What follows belongs to an exercise in optimizing a design on an open flow for small area, a short achievable clock period and few clock cycles per item; a production flow would make more cautious choices. The RTL was checked by simulation tests, not by an equivalence proof against the original design. Power is estimated from default activity; no workload was simulated.

## flow/design.v (module list and top-level ports; edited modules follow where they fit)
// module flow_hash: 1485 lines
module flow_hash (
    input  wire         clk,
    input  wire         rst,         
    input  wire         in_valid,
    output wire         in_ready,
    input  wire [1:0]   in_op,       
    input  wire [3:0]   in_len,      
    input  wire         in_frag,     
    input  wire [31:0]  in_seed,
    input  wire [511:0] in_words,    
    output wire         out_valid,
    input  wire         out_ready,
    output wire [31:0]  out_hash
);
  // ...
==> flow/flow/run.sh <==
#!/bin/bash
# Own layout flow: the standard layout (standard.sh: ORFS synthesis to
# final layout, unchanged), except that the port buffers that global
# placement inserts on every input and output are the platform's smallest
# plain buffer (buf_1) instead of the clkdlybuf4s50_1 delay cell that
# buffer_ports picks by default.  Repair may still resize them.
set -euo pipefail
export BUFFER_PORTS_ARGS="-buffer_cell sky130_fd_sc_hd__buf_1"
bash standard.sh finish > standard_flow.log 2>&1
==> flow/standard.sh <==
#!/bin/bash
# synth_recipe.tcl (not shown) runs the flow's synth.tcl, then flattens the netlist and writes it again
# the make line also repeats each setting of config.mk as NAME=value (left out here)
make -C /OpenROAD-flow-scripts/flow DESIGN_CONFIG=/design/flow/config.mk WORK_HOME=/design/flow/orfs CLKGATE_MAP_FILE= SYNTH_SCRIPT=/design/flow/synth_recipe.tcl "${@:-finish}"
==> flow/config.mk <==
export PLATFORM = sky130hd
export DESIGN_NAME = flow_hash
export DESIGN_NICKNAME = flow_hash
export VERILOG_FILES = /design/flow/design.v
export SDC_FILE = /design/flow/constraint.sdc
export NUM_CORES = 4
export LEC_CHECK = 0
export CAP_MARGIN = 0
export CORE_MARGIN = 2
export CORE_UTILIZATION = 45
export SETUP_SLACK_MARGIN = 3.4
export SLEW_MARGIN = 0
export TNS_END_PERCENT = 30
==> flow/constraint.sdc <==
create_clock -name core_clock -period 8.0 [get_ports {clk}]
set_input_delay 1.6000 -clock core_clock [delete_from_list [all_inputs] [get_ports {clk}]]
set_output_delay 1.6000 -clock core_clock [all_outputs]
set_load 0.01 [all_outputs]
==> flow_summary_export.csv, run 1 <==
group,metric,value,unit
synth,synthSimpleGateAreaFrac,15.3,%
final_layout,fin_nets,4253,
final_layout,nFlopsAndLatches,107,
timing,drv_slew,0,
worst_setup_path,cp_max_fo,8,
pwr,p_clk_share,3.5,%
worst_setup_path,reg2reg_setup_slack,3460,ps
run_status,status,"finished clean",
floorplan,rows,81,
worst_setup_path,crit_buf_inv,4,
final_layout,multi_input_area,18800,um2
place,dpl_cell_area,25100,um2
worst_setup_path,startpoint_type,"input port",
clocking,cts.sinks,107,
place,gp_congestion,1.12,
synth,avgSynthCellArea,7.94,um2
final_layout,clkCellAreaFrac,1.05,%
clocking,root_buffer,"clkbuf_16",
final_layout,layout_commonest_cell,"buf_1",
synth,synthDistinctLibCells,69,
detailed_routing,ant_nets,0,
final_layout,buf_share,12.9,%
final_layout,mostFrequentLayoutCells,"buf_1, xnor2_1, nand2_1",
clocking,cts_tree,"yes",
flow_run,cap_violations,0,
worst_setup_path,cpPeakStageDelay,560,ps
floorplan,tap_cells,664,
timing,hold-worst-slack,493,ps
timing,rsz0062_at_grt,"yes",
final_layout,nonClockInverterCount,201,
Testbench counts, summed over its fixed seeds: cycles 9,624, items 9,600.
==> inputs of run 2 (changes only) <==
--- a/flow/design.v
+++ b/flow/design.v
@@ -423,33 +423,28 @@
     wire [31:0] pq   = fa ^ fb20;
     wire [15:0] x6   = xs;
     wire [31:0] x6w  = {x6, x6};
     wire [31:0] cor6 = pq ^ {pq[19:0], pq[31:20]} ^ {x6w[12:0], x6w[31:13]};
     wire [31:0] g = fold ^ ((swap4 ? cor4 : 32'd0) | (swap6 ? cor6 : 32'd0));
     reg         v1, v2, ov;
     reg  [31:0] g1;
     reg  [3:0]  n1;
-    reg  [3:0]  n1b;
+    reg  [3:0]  rl1, rh1;
     wire [31:0] gs = g1;
     reg  [31:0] y2;
     reg  [31:0] res;
     wire stall = ov & ~out_ready;
     assign in_ready  = ~stall;
     assign out_valid = ov;
-    assign out_hash  = res;
-    wire [31:0] t0 = {gs[26:0], gs[31:27]};
-    wire [31:0] u1 = {t0[26:0], t0[31:27]};
-    wire [31:0] t1 = {n1b[0] ? t0[31:16] : u1[31:16], n1[0] ? u1[15:0] : t0[15:0]};
-    wire [31:0] u2 = {t1[21:0], t1[31:22]};
-    wire [31:0] t2 = {n1b[1] ? t1[31:16] : u2[31:16], n1[1] ? u2[15:0] : t1[15:0]};
-    wire [31:0] u3 = {t2[11:0], t2[31:12]};
-    wire [31:0] t3 = {n1b[2] ? t2[31:16] : u3[31:16], n1[2] ? u3[15:0] : t2[15:0]};
-    wire [31:0] u4 = {t3[23:0], t3[31:24]};
-    wire [31:0] hr = {n1b[3] ? t3[31:16] : u4[31:16], n1[3] ? u4[15:0] : t3[15:0]};
+    assign out_hash  = res ^ {15'd0, res[31:15]};
+    wire [31:0] t0 = ({gs[26:0], gs[31:27]} & {32{rl1[0]}}) | ({gs[21:0], gs[31:22]} & {32{rl1[1]}})
+                   | ({gs[16:0], gs[31:17]} & {32{rl1[2]}}) | ({gs[11:0], gs[31:12]} & {32{rl1[3]}});
+    wire [31:0] hr = (t0 & {32{rh1[0]}}) | ({t0[11:0], t0[31:12]} & {32{rh1[1]}})
+                   | ({t0[23:0], t0[31:24]} & {32{rh1[2]}}) | ({t0[3:0], t0[31:4]} & {32{rh1[3]}});
     wire ma_1;
     wire ma_2;
     assign ma_1 = ~hr[5] ^ ~hr[0];
     assign ma_2 = ~hr[5] & ~hr[0];
     wire ma_3;
     wire ma_4;
     assign ma_3 = ~hr[6] ^ ~hr[1];
     assign ma_4 = ~hr[6] & ~hr[1];
@@ -1458,28 +1453,29 @@
     assign mb_add_t5[28] = mb_add_t4[28] & mb_add_t4[15];
     assign mb_add_g5[29] = mb_add_g4[29] | (mb_add_t4[29] & mb_add_g4[15]);
     assign mb_add_t5[29] = mb_add_t4[29] & mb_add_t4[15];
     assign mb_add_g5[30] = mb_add_g4[30] | (mb_add_t4[30] & mb_add_g4[15]);
     assign mb_add_t5[30] = mb_add_t4[30] & mb_add_t4[15];
     assign mb_add_g5[31] = mb_add_g4[31] | (mb_add_t4[31] & mb_add_g4[15]);
     assign mb_add_t5[31] = mb_add_t4[31] & mb_add_t4[15];
     wire [31:0] prod = mb_add_p ^ {mb_add_g5[30:0], 1'b0};
-    wire [31:0] fin = prod ^ {15'd0, prod[31:15]};
+    wire [31:0] fin = prod;
     always @(posedge clk) begin
         if (rst) begin
             v1 <= 1'b0;
             v2 <= 1'b0;
             ov <= 1'b0;
         end else if (~stall) begin
             v1 <= in_valid;
             v2 <= v1;
             ov <= v2;
         end
         if (~stall) begin
             g1  <= g;
             n1  <= nm1;
-            n1b <= ~nm1;
+            rl1 <= 4'd1 << nm1[1:0];
+            rh1 <= 4'd1 << nm1[3:2];
             y2  <= ya;
             res <= fin;
         end
     end
 endmodule
==> flow/config.mk (replaced) <==
export PLATFORM = sky130hd
export DESIGN_NAME = flow_hash
export DESIGN_NICKNAME = flow_hash
export VERILOG_FILES = /design/flow/design.v
export SDC_FILE = /design/flow/constraint.sdc
export NUM_CORES = 4
export LEC_CHECK = 0
export CAP_MARGIN = 0
export CORE_MARGIN = 2
export CORE_UTILIZATION = 40
export SETUP_SLACK_MARGIN = 3.7
export SLEW_MARGIN = 0
export TNS_END_PERCENT = 30
==> run 2 against run 1 <==
Against the previous run: die area up 12%; core utilization fell by 6.1 points; highest routed layer unchanged; wire length is 4.8% lower; still clean on timing, DRC and antenna.
==> flow_summary_export.csv, run 2 <==
group,metric,value,unit
timing,hold_viol,0,
final_layout,syn_to_final_growth,24.4,%
floorplan,die_h,239,um
clocking,clockBufferDepth,2,
floorplan,initial_utilization,40.2,%
timing,tns,0,ps
synth,netlist_instances,2760,
timing,rsz0062_at_grt,"yes",
worst_setup_path,startpoint_type,"input port",
timing,fin_skew,15.6,ps
synth,synthXorXnorAreaFrac,24.2,%
timing,finalSetupViolCount,0,
pwr,power_leakage,11.8,nW
run_status,status,"finished clean",
final_layout,fin_cells,4090,
pwr,p_per_area,414,nW/um2
synth,seq_area_frac_synth,14.4,%
clocking,cts_hold_buf,0,
detailed_routing,drtPass1Iterations,6,
synth,synthTopCellsByArea,"edfxtp_1, ha_1, xnor2_1",
synth,synthesis.nets,3604,
clocking,clkLatencyLatePin,390,ps
synth,synthArstFlopShare,0,%
timing,fin_ws,3430,ps
timing,post-route-period-util,57.2,%
synth,synthSimpleGateAreaFrac,12.9,%
floorplan,dieArea,57100,um2
synth,synth_top_flop_cell,"edfxtp_1",
synth,synthMuxAreaShare,5.80,%
final_layout,fin_nets,4217,
clocking,cts.sinks,107,
timing,max_freq,219,MHz
worst_setup_path,crit_path_end_kind,"flip-flop",
synth,avgSynthCellArea,8.00,um2
synth,yosysWarnings,1,
place,placedCellCount,3968,
synth,yosys-top-cells-count,"xnor2_1, xor2_1, nor2_1, nand2_1, inv_1",
synth,synthAdderAreaFrac,18.4,%
pwr,intPower,5.59,mW
detailed_routing,detail_route.wl_per_cell,27.3,um
worst_setup_path,path_class,"in -> reg",
place,gp_congestion,1.02,
place,dpl.hpwl,93.7,mm
pwr,p_seq_share,15.1,%
pwr,power_frac_comb,80.7,%
detailed_routing,routed_wl,112,mm
synth,synth_top_family_by_area,"XOR/XNOR gates",
synth,synth_area,22100,um2
grt,grt_max_degree,56,
pwr,ir_drop,654,uV
final_layout,largestRegisters,"g1: 32 flops, res: 32 flops, y2: 32 flops",
final_layout,mostFrequentLayoutCells,"buf_1, xnor2_1, xor2_1",
final_layout,layout_commonest_cell,"buf_1",
detailed_routing,ant_nets,0,
clocking,numCtsBuffers,9,
synth,synth_top_area_share,14.1,%
floorplan,io_pins,589,
synth,synth_compound_area_share,17.9,%
detailed_routing,drtIter0Drc,2233,
timing,period_needed,4570,ps
detailed_routing,viasPerCell,5.70,
grt,gr-total-overflow,0,
timing,tightest_slew,881,ps
synth,yosysTopAreaCell,"edfxtp_1",
clocking,clk_pin_slew_worst_paths,90,ps
clocking,root_buffer,"clkbuf_16",
floorplan,die_x,239,um
timing,relSlewSlack,41.1,%
detailed_routing,drc_errors,0,
place,io_buffers,588,
final_layout,drive_gt1_share,11.5,%
worst_setup_path,critPathRequiredTime,8130,ps
synth,synthDistinctLibCells,69,
synth,synth_edf_count,104,
pwr,p_sw,5.79,mW
clocking,htree_levels,3,
worst_setup_path,critPathArrivalTime,4710,ps
synth,synth_seq_cells,107,
synth,synth.most_common_cell,"xnor2_1",
grt,grt_pass1_wl,154,mm
floorplan,rows,86,
flow_run,cap_violations,0,
pwr,p_clk_share,4.2,%
detailed_routing,vias,23300,
worst_setup_path,cp_max_fo,32,
grt,grt_usage,37.9,%
place,dp_slack,1780,ps
clocking,cts_tree,"yes",
grt,grt_pass1_vias,22200,
pwr,p_sw_share,50.9,%
floorplan,fp.coreArea,54900,um2
grt,antenna_found_initial,13,
worst_hold_path,hold_path_class,"reg -> reg",
timing,drv_slew,0,
run 2: changes by cell type in the layout (fill, tap and decap cells not counted), sizes merged, moves of 25 or more:
| cell | change |
|---|---|
| xnor2 | -64 |
| nor3 | -58 |
| a22oi | +100 |
| nor2 | +107 |
| mux2 | -31 |
| nor3b | -28 |
| a21oi | -74 |
| a211oi | +26 |
| a22o | +27 |
| o21ai | -75 |
| a31oi | -25 |
| xor2 | +107 |
| inv | +33 |
run 2: cell families after synthesis:
| logic type | count (synthesis) |
|---|---|
| and+or+nand+nor | 685 |
| xor gates and xnor gates | 610 |
| AOI/OAI and AO/OA | 592 |
| buffers and inverters | 351 |
| adders and majority gates | 289 |
| muxes | 126 |
| DFF | 107 |
run 2: final timing paths:
path | cells after the start | startpoint | slack [ps] | to
worst min register to register | 2 | v2 | 480 | ov
worst max register to register | 19 | rl1[0] | 3540 | y2[30]
worst min-delay path | 2 | v2 | 480 | ov
worst max-delay path | 12 | in_op[1] | 3430 | g1[11]
run 2: metal layers:
metal / vias up / global-route usage [%] / share of wire, %
met5: - / 0 / 0.071
met4: 12 / 22.1 / 7.3
met3: 320 / 7.21 / 8.9
met2: 1282 / 61.5 / 45
met1: 11000 / 46.9 / 39
li1: 10700 / - / -
run 2: timing repair:
action,CTS,global route
setup endpoints to repair,52,52
pin swaps,55,54
buffers inserted,52,26
cloned,14,6
gates resized for setup,188,87
run 2: cell type report:
type / count / area [um2]
sequential: 107 / 3180
inverter: 234 / 882
clock inverter: 7 / 85.1
fill: 5465 / 27400
tap: 704 / 881
clock buffer: 9 / 225
timing repair buffer: 712 / 3550
antenna: 8 / 20.0
multi-input combinational: 2309 / 18600
run 2: power by group through the flow:
stage               clock network, mW  registers, mW  logic [mW]
floorplan                           0           1.59        6.13
global placement                    0           1.71        8.46
detailed placement                  0           1.71        8.48
CTS                             0.490           1.70        8.81
global route                    0.511           1.74        10.1
finish                          0.483           1.72        9.18
run 2: per-stage QoR:
step | instance area [um2] | hold WS [ps] | power, mW | utilization (%)
final | 27500 | 481 | 11.4 | 50.1
after global routing | 27500 | 528 | 12.3 | 50.0
after CTS | 26800 | 482 | 11.0 | 48.8
after detailed placement | 25000 | 461 | 10.2 | 45.5
after global placement | 25000 | 454 | 10.2 | 45.5
after floorplan | 22200 | 440 | 7.72 | -
run 2: worst max-delay path, stage by stage:
cell      delay (ps)
buf_1            200
clkinv_1         520
nand3b_1         300
buf_6            330
nand2_1          110
xor2_1           150
nor2_1           290
xor2_1           540
xnor2_1          210
mux2i_1          100
mux2i_1          210
xnor2_1          100
Testbench counts of run 2, summed over its fixed seeds: cycles 9,624, items 9,600.
==> inputs of run 3 (changes only) <==
--- a/flow/config.mk
+++ b/flow/config.mk
@@ -10,4 +10,4 @@
 export CORE_UTILIZATION = 40
-export SETUP_SLACK_MARGIN = 3.7
+export SETUP_SLACK_MARGIN = 3.8
 export SLEW_MARGIN = 0
-export TNS_END_PERCENT = 30
+export TNS_END_PERCENT = 10
==> run 3 against run 2 <==
Against the previous run: clock skew increased by 0.64 ps; worst setup slack improved by 60 ps; first-iteration DRC count is 0.67% higher; sequential cell count stayed put; final area fell by 0.17%; hold slack is essentially flat; sequential share of layout area about the same; fmax is 1.3% higher; final cell count about the same; synthesized cell count stayed put; critical path type unchanged; largest cell class unchanged; largest power group unchanged.
==> flow_summary_export.csv, run 3 <==
group,metric,value,unit
worst_setup_path,r2r_cells,18,
worst_setup_path,r2r_end,"y2[30]",
floorplan,dieArea,57100,um2
clocking,cts.sinks,107,
place,dp_slack,1780,ps
pwr,p_clk_share,4.3,%
timing,fin_skew,16.3,ps
detailed_routing,vias,23300,
grt,antenna_found_initial,11,
floorplan,rows,86,
floorplan,die_x,239,um
worst_hold_path,hold_path_class,"reg -> reg",
worst_setup_path,startpoint_type,"input port",
worst_hold_path,min_to,"ov",
grt,grt_pass1_wl,154,mm
final_layout,fin_cells,4088,
clocking,numCtsBuffers,9,
worst_setup_path,critPathArrivalTime,4660,ps
final_layout,largestRegisters,"g1: 32 flops, res: 32 flops, y2: 32 flops",
final_layout,drive_gt1_share,11.1,%
synth,synth_seq_cells,107,
floorplan,fp.coreArea,54900,um2
final_layout,mostFrequentLayoutCells,"buf_1, xnor2_1, xor2_1",
pwr,power,11.3,mW
pwr,p_per_area,413,nW/um2
clocking,clkLatencyLatePin,390,ps
pwr,p_seq_share,15.2,%
timing,finalSetupViolCount,0,
timing,tightest_slew,882,ps
pwr,ir_drop,661,uV
worst_setup_path,path_class,"in -> reg",
floorplan,io_pins,589,
synth,yosys-top-cells-count,"xnor2_1, xor2_1, nor2_1, nand2_1, inv_1",
synth,yosysTopAreaCell,"edfxtp_1",
worst_setup_path,critPathRequiredTime,8140,ps
detailed_routing,ant_nets,0,
detailed_routing,drtIter0Drc,2248,
clocking,root_buffer,"clkbuf_16",
worst_setup_path,reg2reg_from,"rl1[0]",
timing,period_needed,4510,ps
worst_hold_path,hold-path-cell-count,2,
synth,synthesis.nets,3604,
detailed_routing,drtPass1Iterations,7,
final_layout,syn_to_final_growth,24.2,%
synth,netlist_instances,2760,
detailed_routing,drc_errors,0,
synth,avgSynthCellArea,8.00,um2
flow_run,cap_violations,0,
clocking,clk_pin_slew_worst_paths,90,ps
synth,synth_top_area_share,14.1,%
detailed_routing,detail_route.wl_per_cell,27.2,um
floorplan,initial_utilization,40.2,%
detailed_routing,viasPerCell,5.69,
place,io_buffers,588,
clocking,clockBufferDepth,2,
grt,grt_pass1_vias,22100,
final_layout,fin_nets,4215,
timing,hold_viol,0,
clocking,cts_tree,"yes",
worst_setup_path,reg2reg_setup_slack,3520,ps
floorplan,die_h,239,um
pwr,p_sw,5.77,mW
timing,max_freq,221,MHz
synth,synth_top_flop_cell,"edfxtp_1",
pwr,power_leakage,11.8,nW
grt,grt_max_degree,56,
synth,seq_area_frac_synth,14.4,%
run_status,status,"finished clean",
place,placedCellCount,3968,
synth,synth_area,22100,um2
pwr,p_sw_share,50.9,%
place,gp_congestion,1.02,
worst_hold_path,holdCritStartpoint,"v2",
synth,yosysWarnings,1,
synth,synth_edf_count,104,
detailed_routing,routed_wl,111,mm
clocking,htree_levels,3,
final_layout,num-fill-cells,5456,
grt,gr-total-overflow,0,
pwr,power_frac_comb,80.5,%
worst_setup_path,cp_max_fo,32,
timing,post-route-period-util,56.4,%
timing,relSlewSlack,41.0,%
timing,rsz0062_at_grt,"yes",
timing,tns,0,ps
timing,fin_ws,3490,ps
final_layout,layout_commonest_cell,"buf_1",
synth,synth.most_common_cell,"xnor2_1",
grt,grt_usage,37.8,%
synth,synthTopCellsByArea,"edfxtp_1, ha_1, xnor2_1",
worst_setup_path,crit_path_end_kind,"flip-flop",
pwr,intPower,5.57,mW
timing,drv_slew,0,
synth,synthArstFlopShare,0,%
synth,synthDistinctLibCells,69,
place,dpl.hpwl,93.7,mm
## run 3: kinds of logic (layout without fill, tap and decap cells)
family                   Yosys count  count (layout)  share of synthesized area (%)
XOR/XNOR                         610             610                           24.2
buffers and inverters            351             961                           6.37
AO/OA/AOI/OAI                    592             597                           17.9
multiplexers                     126             126                           5.80
flip-flops                       107             107                           14.4
adder cells (fa/ha/maj)          289             289                           18.4
other                              0               8                              0
AND/OR/NAND/NOR                  685             686                           12.9
## run 3: through the flow
| stage | utilization [%] | hold WS (ps) | area, um2 |
|---|---|---|---|
| after floorplan | - | 440 | 22200 |
| final | 50.0 | 481 | 27400 |
| after global routing | 49.9 | 528 | 27400 |
| after detailed placement | 45.5 | 461 | 25000 |
| after CTS | 48.6 | 482 | 26700 |
| after global placement | 45.5 | 454 | 25000 |
## run 3: worst max-delay path by stage
stage	from	to	slack, ps	cells past startpoint
after floorplan	in_op[0]	g1[23]	3350	17
after global placement	in_op[0]	g1[25]	1750	13
after detailed placement	in_op[0]	g1[25]	1780	13
after CTS	in_op[0]	g1[0]	3600	10
after global routing	rl1[0]	y2[30]	3410	19
final	in_op[1]	g1[1]	3490	12
## run 3: area by class of cell
cell class / instances / area [um2] / share of cell area [%]
antenna: 8 / 20.0 / 0.0730
clock inverter: 7 / 85.1 / 0.310
timing repair buffer: 711 / 3540 / 12.9
sequential: 107 / 3180 / 11.6
multi-input combinational: 2308 / 18600 / 67.8
tap: 704 / 881 / 3.21
clock buffer: 9 / 225 / 0.821
inverter: 234 / 882 / 3.22
## run 3: layer usage
metal	wire length (um)	vias to the layer above	global-route usage, %
met5	63	-	0
met3	10300	289	7.29
li1	-	10700	-
met2	50400	1308	61.5
met4	7740	10	21.7
met1	42700	10900	46.8
## run 3: what timing repair did
item,in CTS,in global routing
buffers inserted,52,26
pin swaps,48,51
cloned,12,6
endpoints found under the setup margin,56,54
hold buffers,0,0
hold endpoints to repair,0,0
resized for setup,174,84
## run 3: power by group through the flow
stage	Clock, mW	Sequential, mW	Combinational, mW
final	0.486	1.72	9.13
after global routing	0.510	1.75	10.0
after CTS	0.490	1.70	8.80
after detailed placement	0	1.71	8.48
after global placement	0	1.71	8.46
after floorplan	0	1.59	6.13
## run 3: critical path, cell delays in order
cell and delay, ps:
buf_1 190, clkinv_1 510, nand3b_1 300, buf_6 310
nand2_1 130, xor2_1 150, nor2_1 270, xor2_1 450
xnor2_1 240, mux2i_1 190, mux2i_1 100, xnor2_1 150
==> inputs of run 4 (changes only) <==
--- a/flow/config.mk
+++ b/flow/config.mk
@@ -10,4 +10,4 @@
 export CORE_UTILIZATION = 40
-export SETUP_SLACK_MARGIN = 3.8
+export SETUP_SLACK_MARGIN = 3.3
 export SLEW_MARGIN = 0
-export TNS_END_PERCENT = 10
+export TNS_END_PERCENT = 100
==> run 4 against run 3 <==
Against the previous run: still clean on timing, DRC and antenna; non-clock buffer count decreased by 54; clock skew grew 4.6 ps; combinational power shrank 5.9%; first-iteration DRC count decreased by 12%; critical endpoint is now g1[14].
==> flow_summary_export.csv, run 4 <==
group,metric,value,unit
run_status,status,"finished clean",
synth,synth_edf_count,104,
timing,hold_viol,0,
clocking,root_buffer,"clkbuf_16",
grt,grt_pass1_vias,21600,
final_layout,syn_to_final_growth,18.4,%
worst_setup_path,cp_max_fo,17,
clocking,htree_levels,3,
final_layout,fin_nets,4157,
worst_setup_path,path_class,"in -> reg",
place,gp_congestion,1.09,
place,io_buffers,588,
pwr,power,10.7,mW
detailed_routing,ant_nets,0,
final_layout,drive_gt1_share,6.03,%
worst_setup_path,critPathArrivalTime,4840,ps
grt,grt_max_degree,70,
timing,finalSetupViolCount,0,
floorplan,die_h,239,um
floorplan,io_pins,589,
worst_hold_path,hold-path-cell-count,2,
grt,grt_usage,36.8,%
floorplan,fp.coreArea,54900,um2
detailed_routing,drtIter0Drc,1971,
floorplan,rows,86,
floorplan,initial_utilization,40.2,%
floorplan,dieArea,57100,um2
pwr,power_leakage,11.2,nW
pwr,p_per_area,411,nW/um2
synth,seq_area_frac_synth,14.4,%
clocking,numCtsBuffers,9,
final_layout,layout_commonest_cell,"buf_1",
detailed_routing,drtPass1Iterations,5,
timing,period_needed,4730,ps
synth,synth.most_common_cell,"xnor2_1",
synth,synthArstFlopShare,0,%
final_layout,num-fill-cells,5639,
worst_setup_path,r2r_cells,19,
pwr,ir_drop,585,uV
worst_setup_path,crit_path_end_kind,"flip-flop",
detailed_routing,routed_wl,108,mm
place,dpl_cell_area,25000,um2
clocking,cts.sinks,107,
timing,drv_slew,0,
final_layout,mostFrequentLayoutCells,"buf_1, xnor2_1, xor2_1",
final_layout,postLayoutCoreUtil,47.6,%
synth,yosysTopAreaCell,"edfxtp_1",
timing,post-route-period-util,59.2,%
worst_hold_path,hold_path_class,"reg -> reg",
synth,synthTopCellsByArea,"edfxtp_1, ha_1, xnor2_1",
synth,synthesis.nets,3604,
grt,gr-total-overflow,0,
final_layout,final_area,26100,um2
grt,grt_pass1_wl,151,mm
timing,tightest_slew,935,ps
final_layout,largestRegisters,"g1: 32 flops, res: 32 flops, y2: 32 flops",
clocking,clockBufferDepth,2,
place,dpl.hpwl,93.5,mm
timing,tns,0,ps
synth,synth_area,22100,um2
worst_setup_path,critPathRequiredTime,8100,ps
timing,max_freq,211,MHz
clocking,clk_pin_slew_worst_paths,100,ps
synth,avgSynthCellArea,8.00,um2
timing,fin_skew,20.8,ps
synth,synth_top_flop_cell,"edfxtp_1",
detailed_routing,detail_route.wl_per_cell,26.9,um
timing,relSlewSlack,37.7,%
synth,synth_seq_cells,107,
clocking,cts_tree,"yes",
detailed_routing,vias,22900,
floorplan,die_x,239,um
grt,antenna_found_initial,7,
synth,synthDistinctLibCells,69,
synth,yosysWarnings,1,
detailed_routing,viasPerCell,5.69,
detailed_routing,drc_errors,0,
synth,yosys-top-cells-count,"xnor2_1, xor2_1, nor2_1, nand2_1, inv_1",
synth,synth_top_area_share,14.1,%
worst_setup_path,startpoint_type,"input port",
clocking,clkLatencyLatePin,370,ps
synth,netlist_instances,2760,
flow_run,cap_violations,0,
timing,hold-worst-slack,476,ps
timing,rsz0062_at_grt,"yes",
## run 4: cell counts after synthesis
Identical to the previous run, type by type.
## run 4: power by group
group	leakage [nW]	internal [mW]	switching, mW
Clock	0.142	0.222	0.243
Sequential	1.12	1.43	0.261
Combinational	9.98	3.62	4.97
Total	11.2	5.28	5.47
## run 4: kinds of logic after synthesis
kind of cell | synth area share (%)
AO/OA/AOI/OAI | 17.9
adder cells (fa/ha/maj) | 18.4
multiplexers | 5.80
flip-flops | 14.4
XOR/XNOR | 24.2
buffers and inverters | 6.37
AND/OR/NAND/NOR | 12.9
## run 4: metrics by stage
step	cells	setup slack [ps]
after floorplan	2760	3300
after global routing	4022	3220
after global placement	3970	2110
after detailed placement	3970	2080
after CTS	3998	3320
final	4027	3270
## run 4: layout make-up
class                   instances  area [um2]  share of cell area, %
diodes                          5        12.5                 0.0479
clock buffers                   9         225                  0.861
clock inverters                 7        67.6                  0.258
inverters                     234         886                   3.39
multi-input cells            2304       18000                   68.8
flip-flops and latches        107        3180                   12.2
well taps                     704         881                   3.37
repair buffers                657        2900                   11.1
## run 4: repair_timing
item                       in CTS  in global routing
hold buffers                    0                  0
buffers inserted                9                 21
pin swaps                       9                 14
gates resized for setup        38                 66
setup endpoints to repair      48                 44
cloned                          3                  3
## run 4: layer usage
metal  GRT usage [%]  routed length (um)  vias up  share of wire, %
met4            17.6                6410        2               5.9
met2            60.0               49400     1201                46
li1                -                   -    10600                 -
met3            5.75                9480      238               8.8
met5               0                  13        -             0.012
met1            47.3               43000    10900                40
## run 4: worst paths after layout
path	slack, ps	start	end
setup / recovery	3270	in_words[74]	g1[14]
setup reg to reg	3470	rl1[2]	y2[22]
hold reg to reg	480	v2	ov
hold / removal	480	v2	ov
## run 4: critical path, stage by stage
cell	delay, ps
buf_1	420
ha_1	250
nand4_1	80
or2_1	260
or4_1	650
or4_4	630
nor2_4	120
nor3b_4	50
buf_4	140
buf_12	160
mux2i_2	160
mux2i_1	200
xnor2_1	100
==> inputs of run 5 (changes only) <==
--- a/flow/config.mk
+++ b/flow/config.mk
@@ -10,3 +10,3 @@
 export CORE_UTILIZATION = 40
-export SETUP_SLACK_MARGIN = 3.3
+export SETUP_SLACK_MARGIN = 3.7
 export SLEW_MARGIN = 0
==> run 5 against run 4 <==
Against the previous run: via count rose by 1.2%; worst setup slack gained 190 ps; critical path depth is 1 higher; combinational power up 8.6%; sequential power barely moved; critical endpoint is now g1[22]; largest cell class unchanged; largest power group unchanged.
==> flow_summary_export.csv, run 5 <==
group,metric,value,unit
run_status,status,"finished clean",
final_layout,drive_gt1_share,12.0,%
worst_setup_path,path_class,"in -> reg",
worst_setup_path,critPathRequiredTime,8130,ps
timing,period_needed,4540,ps
synth,avgSynthCellArea,8.00,um2
clocking,numCtsBuffers,9,
final_layout,fin_cells,4091,
timing,fin_skew,21.0,ps
timing,relSlewSlack,34.4,%
timing,finalSetupViolCount,0,
floorplan,io_pins,589,
final_layout,fin_nets,4219,
detailed_routing,viasPerCell,5.67,
synth,synth_edf_count,104,
synth,synthTopCellsByArea,"edfxtp_1, ha_1, xnor2_1",
clocking,cts.sinks,107,
final_layout,syn_to_final_growth,24.3,%
clocking,clkLatencyLatePin,380,ps
synth,synth_top_flop_cell,"edfxtp_1",
synth,synth.most_common_cell,"xnor2_1",
final_layout,largestRegisters,"g1: 32 flops, res: 32 flops, y2: 32 flops",
detailed_routing,drtPass1Iterations,7,
clocking,root_buffer,"clkbuf_16",
grt,grt_usage,36.4,%
worst_setup_path,startpoint_type,"input port",
place,gp_congestion,1.09,
flow_run,cap_violations,0,
detailed_routing,ant_nets,0,
synth,synth_area,22100,um2
synth,netlist_instances,2760,
floorplan,initial_utilization,40.2,%
synth,synth_top_area_share,14.1,%
grt,grt_max_degree,75,
pwr,intPower,5.71,mW
synth,yosysWarnings,1,
clocking,cts_tree,"yes",
floorplan,dieArea,57100,um2
timing,hold_viol,0,
place,dpl.hpwl,89.7,mm
pwr,ir_drop,424,uV
worst_setup_path,cpPeakStageDelay,400,ps
worst_setup_path,cp_cell_sequence,"buf_1 -> ha_1 -> a21oi_1 -> o21ai_0 -> a22oi_1 -> a31oi_2 -> o21ai_0 -> a31oi_2 -> nor3b_4 -> buf_6 -> buf_12 -> mux2i_1 -> mux2i_1 -> xnor2_1",
timing,tns,0,ps
timing,fin_ws,3460,ps
timing,tightest_slew,983,ps
floorplan,fp.coreArea,54900,um2
synth,synth_seq_cells,107,
synth,synthDistinctLibCells,69,
detailed_routing,detail_route.wl_per_cell,26.3,um
synth,seq_area_frac_synth,14.4,%
worst_setup_path,cp_max_fo,9,
synth,synthArstFlopShare,0,%
worst_setup_path,crit_path_end_kind,"flip-flop",
worst_hold_path,hold_path_class,"reg -> reg",
final_layout,mostFrequentLayoutCells,"buf_1, xnor2_1, xor2_1",
detailed_routing,routed_wl,108,mm
timing,drv_slew,0,
synth,yosys-top-cells-count,"xnor2_1, xor2_1, nor2_1, nand2_1, inv_1",
floorplan,die_x,239,um
pwr,p_sw,5.82,mW
place,io_buffers,588,
clocking,clockBufferDepth,2,
pwr,power_frac_comb,81.0,%
timing,rsz0062_at_grt,"yes",
place,dpl_cell_area,25000,um2
clocking,clk_pin_slew_worst_paths,90,ps
timing,max_freq,220,MHz
pwr,power_leakage,11.8,nW
pwr,p_clk_share,4.2,%
floorplan,die_h,239,um
pwr,p_seq_share,14.8,%
detailed_routing,drc_errors,0,
grt,gr-total-overflow,0,
synth,yosysTopAreaCell,"edfxtp_1",
grt,antenna_found_initial,9,
floorplan,rows,86,
pwr,p_sw_share,50.5,%
grt,grt_pass1_wl,150,mm
detailed_routing,vias,23200,
final_layout,layout_commonest_cell,"buf_1",
worst_setup_path,critPathArrivalTime,4670,ps
place,dp_slack,1920,ps
clocking,cts_hold_buf,0,
synth,synthesis.nets,3604,
detailed_routing,drtIter0Drc,2340,
timing,post-route-period-util,56.8,%
grt,grt_pass1_vias,22000,
place,placedCellCount,3966,
worst_setup_path,slowest_stage,"buf_1",
final_layout,final_area,27400,um2
pwr,p_per_area,420,nW/um2
clocking,htree_levels,3,
[run 5: cell counts after synthesis]
Identical to the previous run, type by type.
[run 5: critical path: cells and delay by family]
kind / cells / cell delay [ps]
buffers and inverters: 3 / 710
adder cells (fa/ha/maj): 1 / 340
XOR/XNOR: 1 / 150
AO/OA/AOI/OAI: 6 / 1240
multiplexers: 2 / 350
AND/OR/NAND/NOR: 1 / 270
[run 5: power by group through the flow]
stage / logic [mW] / registers, mW / clock network (mW)
CTS: 8.69 / 1.69 / 0.499
global route: 10.3 / 1.74 / 0.513
global placement: 8.39 / 1.70 / 0
floorplan: 6.20 / 1.59 / 0
finish: 9.33 / 1.70 / 0.489
detailed placement: 8.41 / 1.70 / 0
[run 5: cell type report]
type | instances | area (um2)
Clock buffer | 9 | 225
Multi-Input combinational cell | 2306 | 18600
Clock inverter | 7 | 101
Antenna cell | 7 | 17.5
Inverter | 234 | 883
Fill cell | 5487 | 27400
Tap cell | 704 | 881
Sequential cell | 107 | 3180
Timing Repair Buffer | 716 | 3520
Timing Repair inverter | 1 | 5.00
[run 5: worst paths after layout]
check | from | end | slack (ps) | cells after the start
min | v2 | ov | 500 | 2
max | in_words[97] | g1[22] | 3460 | 14
max reg2reg | rl1[2] | y2[31] | 3610 | 18
min reg2reg | v2 | ov | 500 | 2
[run 5: logic make-up (layout without fill, tap and decap cells)]
| kind of cell | count (synthesis) | after routing | synth area share (%) |
|---|---|---|---|
| xor+xnor | 610 | 610 | 24.2 |
| other cells | 0 | 7 | 0 |
| compound gates | 592 | 595 | 17.9 |
| mux | 126 | 126 | 5.80 |
| flops | 107 | 107 | 14.4 |
| simple gates | 685 | 686 | 12.9 |
| fa+ha+maj | 289 | 289 | 18.4 |
| buf+inv | 351 | 967 | 6.37 |
[run 5: what timing repair did]
item                       in CTS  in global routing
resized for setup             141                133
buffers inserted               51                 35
pin swaps                      55                 79
setup endpoints to repair      51                 51
cloned                         11                  5
[run 5: metrics by stage]
step / hold WS, ps / power, mW / utilization [%]
final: 497 / 11.5 / 50.0
after detailed placement: 481 / 10.1 / 45.6
after CTS: 500 / 10.9 / 48.4
after global routing: 527 / 12.5 / 50.0
after floorplan: 440 / 7.79 / -
after global placement: 453 / 10.1 / 45.6
[run 5: metal layers]
metal  share of wire (%)  vias to the layer above  global-route usage (%)
li1                    -                    10700                       -
met1                  39                    11000                    44.9
met2                  46                     1231                    59.5
met3                 8.2                      267                    6.07
met4                 7.1                       10                    22.0
met5               0.059                        -                       0
==> inputs of run 6 (changes only) <==
--- a/flow/config.mk
+++ b/flow/config.mk
@@ -10,3 +10,3 @@
 export CORE_UTILIZATION = 40
-export SETUP_SLACK_MARGIN = 3.7
+export SETUP_SLACK_MARGIN = 3.4
 export SLEW_MARGIN = 0
==> run 6 against run 5 <==
Against the previous run: highest routed layer unchanged; clock-buffer cell count unchanged; sequential power hardly changed; non-clock buffer count decreased by 41; critical endpoint is now g1[10].
==> flow_summary_export.csv, run 6 <==
group,metric,value,unit
synth,synth_edf_count,104,
timing,finalSetupViolCount,0,
synth,avgSynthCellArea,8.00,um2
final_layout,fin_nets,4175,
place,gp_congestion,1.00,
timing,post-route-period-util,57.7,%
floorplan,die_h,239,um
run_status,status,"finished clean",
detailed_routing,drtIter0Drc,2292,
grt,grt_pass1_vias,21700,
pwr,p_per_area,414,nW/um2
timing,period_needed,4610,ps
detailed_routing,drc_errors,0,
grt,antenna_found_initial,16,
synth,seq_area_frac_synth,14.4,%
worst_setup_path,r2r_cells,17,
worst_setup_path,crit_buf_inv,3,
clocking,cts.sinks,107,
detailed_routing,routed_wl,108,mm
grt,gr-total-overflow,0,
clocking,clk_pin_slew_worst_paths,90,ps
detailed_routing,drtPass1Iterations,6,
clocking,clockBufferDepth,2,
final_layout,num-fill-cells,5585,
synth,synth_top_flop_cell,"edfxtp_1",
timing,hold_viol,0,
worst_setup_path,crit_cells,15,
clocking,root_buffer,"clkbuf_16",
final_layout,layout_commonest_cell,"buf_1",
flow_run,cap_violations,0,
synth,synthesis.nets,3604,
worst_setup_path,crit_path_end_kind,"flip-flop",
worst_setup_path,critPathArrivalTime,4740,ps
worst_setup_path,cp_cell_sequence,"buf_1 -> mux2_2 -> ha_1 -> nand2_1 -> nor4_4 -> o41ai_4 -> a2111oi_4 -> nor2_4 -> nor2_4 -> nor3b_4 -> buf_6 -> clkbuf_16 -> mux2i_1 -> mux2i_1 -> xnor2_1",
synth,yosysTopAreaCell,"edfxtp_1",
floorplan,io_pins,589,
grt,grt_usage,36.6,%
detailed_routing,ant_nets,0,
timing,relSlewSlack,46.0,%
worst_setup_path,startpoint_type,"input port",
clocking,htree_levels,3,
place,dpl_cell_area,25000,um2
timing,tightest_slew,807,ps
worst_hold_path,hold_path_class,"reg -> reg",
worst_setup_path,crit_family,"simple AND/OR/NAND/NOR gates",
clocking,clkLatencyLatePin,380,ps
synth,netlist_instances,2760,
floorplan,die_x,239,um
synth,synthDistinctLibCells,69,
timing,fin_skew,18.2,ps
final_layout,postLayoutCoreUtil,48.7,%
worst_setup_path,cpPeakStageDelay,440,ps
grt,grt_max_degree,59,
synth,synth.most_common_cell,"xnor2_1",
worst_setup_path,critPathRequiredTime,8120,ps
pwr,power_leakage,11.5,nW
clocking,cts_tree,"yes",
floorplan,initial_utilization,40.2,%
clocking,numCtsBuffers,9,
detailed_routing,detail_route.wl_per_cell,26.8,um
final_layout,drive_gt1_share,7.94,%
synth,yosysWarnings,1,
detailed_routing,vias,23000,
timing,drv_slew,0,
grt,grt_pass1_wl,150,mm
synth,synth_seq_cells,107,
pwr,ir_drop,547,uV
synth,synthTopCellsByArea,"edfxtp_1, ha_1, xnor2_1",
floorplan,fp.coreArea,54900,um2
final_layout,mostFrequentLayoutCells,"buf_1, xnor2_1, nor2_1",
timing,rsz0062_at_grt,"yes",
timing,tns,0,ps
worst_setup_path,path_class,"in -> reg",
final_layout,largestRegisters,"g1: 32 flops, res: 32 flops, y2: 32 flops",
worst_setup_path,cp_max_fo,8,
worst_setup_path,slowest_stage,"a2111oi_4",
synth,yosys-top-cells-count,"xnor2_1, xor2_1, nor2_1, nand2_1, inv_1",
floorplan,rows,86,
synth,synth_area,22100,um2
pwr,power,11.0,mW
timing,max_freq,217,MHz
floorplan,dieArea,57100,um2
place,io_buffers,588,
final_layout,final_area,26700,um2
synth,synth_top_area_share,14.1,%
clocking,cts_hold_buf,0,
synth,synthArstFlopShare,0,%
worst_hold_path,hold-path-cell-count,2,
timing,hold-worst-slack,496,ps
place,dpl.hpwl,93.0,mm
final_layout,syn_to_final_growth,20.9,%
detailed_routing,viasPerCell,5.69,
run 6: final timing paths:
kind	startpoint	end	slack, ps
setup reg to reg	rl1[1]	y2[31]	3560
hold / removal	v2	ov	500
hold reg to reg	v2	ov	500
setup / recovery	in_words[86]	g1[10]	3390
run 6: logic make-up after synthesis:
logic type / after synthesis / share of synthesized area (%)
adder cells (fa/ha/maj): 289 / 18.4
multiplexers: 126 / 5.80
buffers and inverters: 351 / 6.37
flip-flops: 107 / 14.4
AND/OR/NAND/NOR: 685 / 12.9
XOR/XNOR: 610 / 24.2
AO/OA/AOI/OAI: 592 / 17.9
run 6: final cells by class:
class	count	area, um2	share of cell area (%)
Antenna cell	7	17.5	0.0656
Clock buffer	9	225	0.844
Clock inverter	7	68.8	0.258
Inverter	234	886	3.32
Multi-Input combinational cell	2304	18300	68.5
Sequential cell	107	3180	11.9
Tap cell	704	881	3.30
Timing Repair Buffer	675	3150	11.8
run 6: where the power goes:
part           internal (mW)  switching, mW  leakage [nW]
registers               1.43          0.276          1.12
logic                   3.69           5.19          10.2
clock network          0.220          0.237         0.143
run 6: repair_timing:
action	CTS	global route
gates resized for setup	66	92
setup buffers	11	32
gates cloned	3	9
pin swaps	10	36
endpoints found under the setup margin	50	46
run 6: worst register-to-register path, cell delays in order, from the launching register on:
cell       delay (ps)
edfxtp_1          450
buf_12            190
a22oi_1           210
nand2_2           130
a2111oi_4         460
inv_1             130
fa_1              540
ha_4              310
a21o_1            120
a21o_1            110
a21o_1            190
o21ai_2           100
a21oi_4           200
a41oi_4           170
o31ai_4           340
a41o_1            240
a21oi_1            80
xnor2_1           270
run 6: routing by layer:
metal	track usage, %	vias up	share of wire, %
met3	6.55	272	8.6
met1	45.7	10800	39
li1	-	10600	-
met2	60.2	1297	46
met5	0	-	0.090
met4	18.8	14	6.3
run 6: through the flow:
step | setup slack [ps] | cells
2_1_floorplan | 3350 | 2760
3_3_place_gp | 2210 | 3969
3_5_place_dp | 2210 | 3969
4_1_cts | 3390 | 3999
5_1_grt | 3310 | 4041
6_report | 3390 | 4047
==> inputs of run 7 (changes only) <==
--- a/flow/config.mk
+++ b/flow/config.mk
@@ -9,4 +9,4 @@
 export CORE_MARGIN = 2
-export CORE_UTILIZATION = 40
-export SETUP_SLACK_MARGIN = 3.4
+export CORE_UTILIZATION = 45
+export SETUP_SLACK_MARGIN = 3.5
 export SLEW_MARGIN = 0
==> run 7 against run 6 <==
Against the previous run: still clean; non-clock buffer count increased by 10; wire length increased by 1.4%; combinational power increased by 4.2%; core utilization increased by 6.9 points; sequential cell count unchanged; area after synthesis unchanged.
==> flow_summary_export.csv, run 7 <==
group,metric,value,unit
clocking,clk_pin_slew_worst_paths,80,ps
pwr,ir_drop,555,uV
synth,yosys-top-cells-count,"xnor2_1, xor2_1, nor2_1, nand2_1, inv_1",
synth,synth.most_common_cell,"xnor2_1",
clocking,cts.sinks,107,
detailed_routing,vias,23800,
timing,finalSetupViolCount,0,
grt,grt_pass1_vias,22800,
worst_setup_path,reg2reg_setup_slack,3510,ps
synth,yosysWarnings,1,
worst_setup_path,crit_buf_inv,3,
timing,tightest_slew,847,ps
floorplan,io_pins,589,
timing,drv_slew,0,
timing,fin_skew,14.9,ps
pwr,p_per_area,423,nW/um2
timing,max_freq,215,MHz
floorplan,fp.coreArea,48600,um2
grt,gr-total-overflow,0,
place,dpl.hpwl,92.9,mm
place,gp_congestion,1.09,
synth,seq_area_frac_synth,14.4,%
synth,synthDistinctLibCells,69,
worst_setup_path,cpPeakStageDelay,610,ps
run_status,status,"finished clean",
synth,avgSynthCellArea,8.00,um2
worst_hold_path,hold_path_class,"reg -> reg",
worst_setup_path,critPathRequiredTime,8110,ps
worst_setup_path,slowest_stage,"or4_4",
final_layout,postLayoutCoreUtil,55.6,%
worst_setup_path,reg2reg_from,"rl1[1]",
flow_run,cap_violations,0,
synth,yosysTopAreaCell,"edfxtp_1",
floorplan,die_x,226,um
worst_setup_path,critPathArrivalTime,4750,ps
synth,netlist_instances,2760,
worst_setup_path,startpoint_type,"input port",
clocking,cts_tree,"yes",
detailed_routing,drc_errors,0,
detailed_routing,routed_wl,110,mm
floorplan,rows,81,
synth,synthesis.nets,3604,
worst_setup_path,crit_family,"simple AND/OR/NAND/NOR gates",
final_layout,fin_nets,4191,
clocking,htree_levels,3,
synth,synth_top_area_share,14.1,%
timing,rsz0062_at_grt,"yes",
pwr,power,11.4,mW
detailed_routing,viasPerCell,5.97,
grt,grt_usage,41.9,%
pwr,power_leakage,11.6,nW
worst_setup_path,r2r_cells,19,
worst_hold_path,hold-path-cell-count,2,
floorplan,die_h,226,um
grt,grt_max_degree,55,
detailed_routing,ant_nets,0,
synth,synth_edf_count,104,
final_layout,largestRegisters,"g1: 32 flops, res: 32 flops, y2: 32 flops",
timing,period_needed,4640,ps
worst_setup_path,path_class,"in -> reg",
synth,synthArstFlopShare,0,%
worst_setup_path,r2r_end,"y2[26]",
worst_setup_path,crit_path_end_kind,"flip-flop",
worst_setup_path,cp_max_fo,5,
final_layout,mostFrequentLayoutCells,"buf_1, xnor2_1, xor2_1",
final_layout,seq_area,3180,um2
timing,post-route-period-util,58.0,%
timing,tns,0,ps
worst_hold_path,holdCritStartpoint,"v2",
synth,synth_area,22100,um2
synth,synth_seq_cells,107,
clocking,numCtsBuffers,9,
grt,grt_pass1_wl,152,mm
place,io_buffers,588,
clocking,root_buffer,"clkbuf_16",
final_layout,num-fill-cells,4702,
worst_setup_path,cp_cell_sequence,"buf_1 -> ha_1 -> nand4_1 -> or2_1 -> or4_4 -> or4_4 -> nor2_4 -> nor3b_4 -> buf_6 -> buf_8 -> mux2i_2 -> mux2i_2 -> xnor2_1",
final_layout,drive_gt1_share,10.2,%
synth,synthTopCellsByArea,"edfxtp_1, ha_1, xnor2_1",
detailed_routing,drtPass1Iterations,6,
detailed_routing,detail_route.wl_per_cell,27.6,um
floorplan,dieArea,50900,um2
final_layout,multi_input_area,18600,um2
clocking,clockBufferDepth,2,
worst_hold_path,min_to,"ov",
detailed_routing,drtIter0Drc,2670,
final_layout,syn_to_final_growth,22.5,%
final_layout,layout_commonest_cell,"buf_1",
timing,hold_viol,0,
synth,synth_top_flop_cell,"edfxtp_1",
grt,antenna_found_initial,12,
floorplan,initial_utilization,45.4,%
clocking,clkLatencyLatePin,380,ps
timing,relSlewSlack,43.3,%
-- run 7: cell count changes in the layout (fill, tap and decap cells not counted), sizes merged --
cell      before  now
clkinv         3    2
o21ai        177  178
clkbuf        26   27
or2            3    4
nor2b          6    7
a21bo          3    6
buf          657  667
clkinvlp       3    1
inv          235  237
-- run 7: final cells by class --
cell class	instances	share of cell area, %
clock inverters	6	0.231
well taps	622	2.88
inverters	234	3.27
diodes	7	0.0648
flip-flops and latches	107	11.8
clock buffers	10	0.884
multi-input cells	2310	68.9
repair buffers	685	12.0
-- run 7: worst max path at each step --
stage / depth (start not counted) / startpoint / slack [ps] / to
final: 13 / in_words[79] / 3360 / g1[13]
after detailed placement: 15 / in_op[0] / 1450 / g1[15]
after CTS: 14 / in_words[155] / 3490 / g1[15]
after global routing: 13 / in_op[0] / 3350 / g1[29]
after floorplan: 17 / in_op[0] / 3350 / g1[23]
after global placement: 15 / in_op[0] / 1410 / g1[9]
-- run 7: cells by family (layout without fill, tap and decap cells) --
group	count (synthesis)	after routing	synth area share (%)
buffers and inverters	351	935	6.37
flip-flops	107	107	14.4
adder cells (fa/ha/maj)	289	289	18.4
XOR/XNOR	610	610	24.2
other	0	7	0
multiplexers	126	126	5.80
AND/OR/NAND/NOR	685	687	12.9
AO/OA/AOI/OAI	592	598	17.9
-- run 7: power by group --
part,switching (mW),internal [mW]
combinational,5.37,3.88
clock,0.234,0.229
sequential,0.289,1.43
total,5.90,5.54
-- run 7: what timing repair did --
action | in CTS | in global routing
endpoints found under the setup margin | 52 | 49
setup buffers | 31 | 34
hold buffers | 0 | 0
cloned | 13 | 2
pin swaps | 29 | 40
resized for setup | 116 | 136
-- run 7: through the flow --
step                      worst slack [ps]  hold slack [ps]  std cells  cell area [um2]
after CTS                             3490              498       3938            26100
after detailed placement              1450              478       3878            24800
final                                 3360              498       3981            27000
after floorplan                       3350              440       2760            22300
after global placement                1410              449       3878            24800
after global routing                  3350              568       3974            27000
-- run 7: layer usage --
metal / vias to the layer above / part of all wire (%) / track usage, %
met5: - / 0.011 / 0
met4: 2 / 7.4 / 25.6
met3: 325 / 8.9 / 6.96
met2: 1408 / 45 / 67.8
met1: 11400 / 39 / 52.1
li1: 10700 / - / -
-- run 7: tightest hold or removal path: cells and delay by family (launching register included) --
kind             cells  cell delay [ps]
DFF                  1              340
and+or+nand+nor      2              120
==> inputs of run 8 (changes only) <==
--- a/flow/config.mk
+++ b/flow/config.mk
@@ -9,3 +9,3 @@
 export CORE_MARGIN = 2
-export CORE_UTILIZATION = 45
+export CORE_UTILIZATION = 35
 export SETUP_SLACK_MARGIN = 3.5
==> run 8 against run 7 <==
Against the previous run: final area rose by 1.5%; hold slack got worse by 12 ps; first-iteration DRC count decreased by 23%; final cell count up 6.0%; non-clock buffer count rose by 15; worst setup slack improved by 86 ps; clock skew up 4.0 ps; clock power increased by 15%; critical path depth unchanged; still clean on timing, DRC and antenna; sequential power is essentially flat; die area rose by 28%.
==> flow_summary_export.csv, run 8 <==
group,metric,value,unit
floorplan,die_x,255,um
synth,synth_seq_cells,107,
floorplan,initial_utilization,35.2,%
clocking,clk_pin_slew_worst_paths,90,ps
final_layout,syn_to_final_growth,24.3,%
grt,grt_usage,33.1,%
detailed_routing,drtIter0Drc,2050,
final_layout,largestRegisters,"g1: 32 flops, res: 32 flops, y2: 32 flops",
timing,tightest_slew,1060,ps
worst_setup_path,reg2reg_setup_slack,3650,ps
clocking,clkLatencyLatePin,390,ps
worst_setup_path,r2r_cells,18,
flow_run,cap_violations,0,
synth,synthesis.nets,3604,
synth,synthArstFlopShare,0,%
place,gp_congestion,1.07,
worst_setup_path,r2r_end,"y2[29]",
place,io_buffers,588,
synth,netlist_instances,2760,
floorplan,io_pins,589,
worst_setup_path,critPathRequiredTime,8120,ps
floorplan,fp.coreArea,62700,um2
timing,rsz0062_at_grt,"yes",
synth,seq_area_frac_synth,14.4,%
detailed_routing,routed_wl,113,mm
timing,relSlewSlack,29.6,%
worst_setup_path,startpoint_type,"input port",
grt,grt_pass1_vias,22300,
worst_hold_path,hold_path_class,"reg -> reg",
clocking,cts_tree,"yes",
clocking,cts.sinks,107,
final_layout,final_area,27400,um2
floorplan,dieArea,65100,um2
pwr,p_per_area,402,nW/um2
worst_setup_path,reg2reg_from,"rl1[2]",
grt,antenna_found_initial,11,
synth,synth_top_flop_cell,"edfxtp_1",
synth,synth_top_area_share,14.1,%
synth,yosysTopAreaCell,"edfxtp_1",
run_status,status,"finished clean",
synth,avgSynthCellArea,8.00,um2
synth,yosysWarnings,1,
worst_setup_path,path_class,"in -> reg",
grt,grt_max_degree,73,
synth,synth.most_common_cell,"xnor2_1",
grt,gr-total-overflow,0,
synth,synth_area,22100,um2
detailed_routing,vias,23400,
pwr,ir_drop,391,uV
synth,yosys-top-cells-count,"xnor2_1, xor2_1, nor2_1, nand2_1, inv_1",
timing,fin_skew,18.8,ps
grt,grt_pass1_wl,153,mm
timing,finalSetupViolCount,0,
timing,max_freq,220,MHz
worst_hold_path,hold-path-cell-count,2,
worst_hold_path,min_to,"ov",
final_layout,drive_gt1_share,10.6,%
final_layout,mostFrequentLayoutCells,"buf_1, xnor2_1, xor2_1",
synth,synthDistinctLibCells,69,
final_layout,num-fill-cells,6487,
detailed_routing,drtPass1Iterations,8,
synth,synthTopCellsByArea,"edfxtp_1, ha_1, xnor2_1",
detailed_routing,ant_nets,0,
clocking,cts_hold_buf,0,
timing,drv_slew,0,
detailed_routing,drc_errors,0,
worst_setup_path,crit_path_end_kind,"flip-flop",
timing,post-route-period-util,56.9,%
place,dpl.hpwl,94.7,mm
synth,synth_edf_count,104,
detailed_routing,viasPerCell,5.54,
clocking,numCtsBuffers,9,
place,dpl_cell_area,25200,um2
worst_setup_path,cp_max_fo,8,
worst_hold_path,holdCritStartpoint,"v2",
timing,hold_viol,0,
timing,period_needed,4550,ps
clocking,clockBufferDepth,2,
floorplan,rows,92,
clocking,root_buffer,"clkbuf_16",
worst_setup_path,critPathArrivalTime,4680,ps
final_layout,layout_commonest_cell,"buf_1",
timing,tns,0,ps
detailed_routing,detail_route.wl_per_cell,26.8,um
floorplan,die_h,255,um
final_layout,fin_nets,4204,
pwr,power_leakage,11.7,nW
clocking,htree_levels,3,
-- run 8: area by class of cell --
cell class | count | area (um2) | share of cell area, %
Timing Repair Buffer | 700 | 3380 | 12.3
Multi-Input combinational cell | 2307 | 18600 | 67.7
Sequential cell | 107 | 3180 | 11.6
Timing Repair inverter | 1 | 5.00 | 0.0182
Clock inverter | 7 | 110 | 0.401
Clock buffer | 9 | 225 | 0.821
Tap cell | 846 | 1060 | 3.86
Antenna cell | 9 | 22.5 | 0.0821
Inverter | 234 | 885 | 3.22
-- run 8: what timing repair did --
item | CTS | global route
gates resized for setup | 109 | 141
cloned | 6 | 10
buffers inserted | 38 | 30
endpoints found under the setup margin | 52 | 48
pin swaps | 22 | 65
-- run 8: power by group --
| part | switching (mW) | total, mW | internal, mW | leakage, nW |
|---|---|---|---|---|
| clock | 0.253 | 0.533 | 0.281 | 0.159 |
| combinational | 4.94 | 8.80 | 3.86 | 10.4 |
| sequential | 0.275 | 1.71 | 1.43 | 1.12 |
-- run 8: critical path, cell delays in order --
cell       delay, ps
buf_1            190
ha_1             360
nand4_1          280
nor4_2           510
nand4_1          210
or4_4            520
nor2_4           150
nor3b_4           60
buf_12           160
clkbuf_16        180
mux2i_1          180
mux2i_1          120
xnor2_1          160
-- run 8: through the flow --
step | utilization [%] | std cells | power, mW | setup WS, ps | hold slack (ps)
floorplan | - | 2760 | 7.74 | 3350 | 440
global placement | 40.1 | 4111 | 9.78 | 1880 | 465
detailed placement | 40.1 | 4111 | 9.82 | 1840 | 463
CTS | 42.1 | 4171 | 10.6 | 3470 | 494
global route | 43.7 | 4215 | 12.0 | 3390 | 540
finish | 43.7 | 4220 | 11.0 | 3450 | 486
-- run 8: how the worst max path moves through the flow --
stage	from	to	slack [ps]	depth (start not counted)
finish	in_words[122]	g1[2]	3450	13
global route	in_op[1]	g1[24]	3390	14
CTS	in_len[2]	g1[22]	3470	11
detailed placement	in_op[0]	g1[30]	1840	14
global placement	in_op[0]	g1[30]	1880	14
floorplan	in_op[0]	g1[23]	3350	17
-- run 8: kinds of logic (layout without fill, tap and decap cells) --
group | count (synthesis) | in the layout | synth area share (%)
AO/OA/AOI/OAI | 592 | 597 | 17.9
XOR/XNOR | 610 | 610 | 24.2
adder cells (fa/ha/maj) | 289 | 289 | 18.4
buffers and inverters | 351 | 951 | 6.37
flip-flops | 107 | 107 | 14.4
multiplexers | 126 | 126 | 5.80
other | 0 | 9 | 0
AND/OR/NAND/NOR | 685 | 685 | 12.9
-- run 8: layer usage --
layer | share of wire (%) | GRT usage [%]
met1 | 36 | 38.0
met2 | 47 | 56.7
met3 | 8.0 | 5.50
met4 | 8.2 | 22.1
met5 | 0.039 | 0
==> inputs of run 9 (changes only) <==
--- a/flow/config.mk
+++ b/flow/config.mk
@@ -9,3 +9,3 @@
 export CORE_MARGIN = 2
-export CORE_UTILIZATION = 35
+export CORE_UTILIZATION = 40
 export SETUP_SLACK_MARGIN = 3.5
==> run 9 against run 8 <==
Against the previous run: critical endpoint is now g1[14]; still clean on timing, DRC and antenna; non-clock buffer count shrank 16; area after synthesis is the same; final cell count shrank 3.8%; sequential cell count is the same; first-iteration DRC count grew 26%; total power shrank 0.64%; synthesized cell count is the same.
==> flow_summary_export.csv, run 9 <==
group,metric,value,unit
synth,synthesis.nets,3604,
clocking,cts_hold_buf,0,
worst_setup_path,cp_max_fo,5,
clocking,clkLatencyLatePin,380,ps
floorplan,dieArea,57100,um2
synth,netlist_instances,2760,
place,io_buffers,588,
detailed_routing,vias,23300,
timing,drv_slew,0,
floorplan,die_h,239,um
place,gp_congestion,1.03,
place,placedCellCount,3966,
detailed_routing,drtIter0Drc,2585,
synth,synth_top_flop_cell,"edfxtp_1",
detailed_routing,drtPass1Iterations,6,
synth,yosysWarnings,1,
worst_setup_path,slowest_stage,"or4_4",
worst_setup_path,crit_path_end_kind,"flip-flop",
flow_run,cap_violations,0,
synth,synthArstFlopShare,0,%
clocking,htree_levels,3,
synth,synthDistinctLibCells,69,
grt,gr-total-overflow,0,
pwr,p_per_area,406,nW/um2
timing,hold_viol,0,
worst_hold_path,hold-path-cell-count,2,
synth,yosysTopAreaCell,"edfxtp_1",
timing,post-route-period-util,56.9,%
pwr,power,11.0,mW
final_layout,drive_gt1_share,10.4,%
synth,synthTopCellsByArea,"edfxtp_1, ha_1, xnor2_1",
clocking,root_buffer,"clkbuf_16",
synth,synth_top_area_share,14.1,%
final_layout,seq_area,3180,um2
grt,grt_pass1_wl,148,mm
synth,synth.most_common_cell,"xnor2_1",
synth,seq_area_frac_synth,14.4,%
timing,period_needed,4550,ps
floorplan,fp.coreArea,54900,um2
detailed_routing,viasPerCell,5.74,
grt,grt_pass1_vias,22200,
final_layout,multi_input_area,18500,um2
synth,synth_edf_count,104,
worst_hold_path,hold_path_class,"reg -> reg",
floorplan,die_x,239,um
run_status,status,"finished clean",
final_layout,fin_nets,4188,
clocking,numCtsBuffers,9,
grt,grt_usage,36.1,%
synth,yosys-top-cells-count,"xnor2_1, xor2_1, nor2_1, nand2_1, inv_1",
worst_setup_path,r2r_cells,18,
worst_setup_path,critPathRequiredTime,8130,ps
grt,antenna_found_initial,13,
worst_setup_path,critPathArrivalTime,4680,ps
timing,tns,0,ps
timing,hold-worst-slack,484,ps
pwr,power_leakage,11.6,nW
final_layout,num-fill-cells,5487,
detailed_routing,detail_route.wl_per_cell,26.3,um
floorplan,io_pins,589,
final_layout,syn_to_final_growth,22.4,%
timing,finalSetupViolCount,0,
timing,max_freq,220,MHz
detailed_routing,routed_wl,107,mm
timing,tightest_slew,1050,ps
pwr,ir_drop,559,uV
grt,grt_max_degree,76,
final_layout,largestRegisters,"g1: 32 flops, res: 32 flops, y2: 32 flops",
timing,relSlewSlack,30.2,%
worst_setup_path,startpoint_type,"input port",
clocking,cts.sinks,107,
timing,rsz0062_at_grt,"yes",
worst_setup_path,cpPeakStageDelay,520,ps
worst_setup_path,path_class,"in -> reg",
floorplan,initial_utilization,40.2,%
timing,fin_skew,20.2,ps
final_layout,mostFrequentLayoutCells,"buf_1, xnor2_1, xor2_1",
clocking,clk_pin_slew_worst_paths,90,ps
synth,avgSynthCellArea,8.00,um2
synth,synth_area,22100,um2
place,dpl.hpwl,90.0,mm
detailed_routing,drc_errors,0,
final_layout,fin_cells,4060,
synth,synth_seq_cells,107,
floorplan,rows,86,
worst_setup_path,cp_cell_sequence,"buf_1 -> inv_1 -> ha_1 -> nand4_1 -> buf_4 -> nor4_4 -> nand4_1 -> or4_4 -> nor2_4 -> nor3b_4 -> buf_12 -> clkbuf_16 -> mux2i_1 -> mux2i_1 -> xnor2_1",
clocking,clockBufferDepth,2,
final_layout,postLayoutCoreUtil,49.3,%
clocking,cts_tree,"yes",
final_layout,layout_commonest_cell,"buf_1",
detailed_routing,ant_nets,0,
run 9: cell count changes in the layout (fill, tap and decap cells not counted), sizes merged:
| cell | delta |
|---|---|
| diode | -2 |
| clkbuf | +12 |
| bufinv | -2 |
| clkinv | +2 |
| clkinvlp | -2 |
| buf | -28 |
| inv | +1 |
| or2 | +1 |
run 9: metal layers:
layer | track usage, % | up-vias | wire length, um
met3 | 6.13 | 316 | 9220
met2 | 59.2 | 1324 | 48800
met1 | 44.1 | 11000 | 41000
li1 | - | 10700 | -
met5 | 0 | - | 39
met4 | 21.8 | 8 | 7880
run 9: final timing paths:
| kind | from | end | slack (ps) |
|---|---|---|---|
| max | in_words[255] | g1[14] | 3450 |
| min | v2 | ov | 480 |
| max reg2reg | rl1[2] | y2[28] | 3640 |
| min reg2reg | v2 | ov | 480 |
run 9: critical path, delay by kind of cell:
family                   cells  cell delay [ps]
adder cells (fa/ha/maj)      1              340
multiplexers                 2              350
XOR/XNOR                     1              100
AND/OR/NAND/NOR              6             1480
buffers and inverters        5              800
run 9: logic make-up after synthesis:
logic type | count (synthesis) | synth area share, %
and+or+nand+nor | 685 | 12.9
xor gates and xnor gates | 610 | 24.2
AOI/OAI and AO/OA | 592 | 17.9
buffers and inverters | 351 | 6.37
adders and majority gates | 289 | 18.4
muxes | 126 | 5.80
DFF | 107 | 14.4
run 9: what timing repair did:
| action | in CTS | in global routing |
|---|---|---|
| resized for setup | 78 | 165 |
| setup endpoints to repair | 48 | 47 |
| buffers inserted | 17 | 38 |
| pin swaps | 14 | 48 |
| gates cloned | 6 | 10 |
run 9: metrics by stage:
stage	instance area [um2]	setup slack [ps]
finish	27000	3450
global route	27000	3440
CTS	25800	3500
detailed placement	25000	2110
global placement	25000	2120
floorplan	22300	3350
run 9: power breakdown:
part | total, mW | switching, mW | internal [mW] | leakage [nW]
Sequential | 1.71 | 0.274 | 1.43 | 1.12
Clock | 0.475 | 0.248 | 0.227 | 0.152
Combinational | 8.79 | 5.03 | 3.76 | 10.3
run 9: area by class of cell:
| cell class | count | share of cell area (%) |
|---|---|---|
| Antenna cell | 7 | 0.0648 |
| Clock buffer | 9 | 0.833 |
| Clock inverter | 7 | 0.329 |
| Inverter | 234 | 3.27 |
| Multi-Input combinational cell | 2308 | 68.4 |
| Sequential cell | 107 | 11.8 |
| Tap cell | 704 | 3.26 |
| Timing Repair Buffer | 684 | 12.1 |

[static timing again, ports no longer ideal]
The flow's constraints put no driver on any port. The routed layouts listed below were extracted and timed again, unchanged, in two steps.
Step 1 sets driving cells, clkbuf_16 on the clock port and buf_2 on the other inputs (assumed; they add their load-dependent delay and slew).
Step 2 times the ports against the registers' clock, not the clock port: input delays grow and output delays shrink by t, the midpoint of the rising clock arrivals with the driver on.
Three values: ideal ports, drivers, drivers and shift; two values: the first two.
run	t (ns)	setup slack, ns	hold slack, ns	latest minus earliest clock arrival (ns)
run 1	0.453	3.201 / 2.943 / 2.490	0.493 / 0.493 / 0.493	0.016 / 0.017
run 2	0.437	3.425 / 3.183 / 2.746	0.481 / 0.481 / 0.481	0.016 / 0.016
run 3	0.437	3.485 / 3.162 / 2.725	0.481 / 0.481 / 0.481	0.016 / 0.016
run 4	0.416	3.268 / 3.171 / 2.755	0.476 / 0.476 / 0.476	0.021 / 0.020
run 5	0.422	3.458 / 3.263 / 2.840	0.497 / 0.497 / 0.497	0.021 / 0.021
run 6	0.418	3.386 / 3.269 / 2.851	0.496 / 0.496 / 0.496	0.019 / 0.018
run 7	0.421	3.359 / 3.190 / 2.768	0.498 / 0.498 / 0.498	0.016 / 0.015
run 8	0.431	3.445 / 3.250 / 2.819	0.486 / 0.486 / 0.486	0.021 / 0.022
run 9	0.424	3.452 / 3.285 / 2.861	0.484 / 0.484 / 0.484	0.021 / 0.021
After both steps setup and hold are still met in every run listed. The setup slack of run 3, which loses most, moves by -0.323 ns with the drivers and by -0.760 ns with both steps.
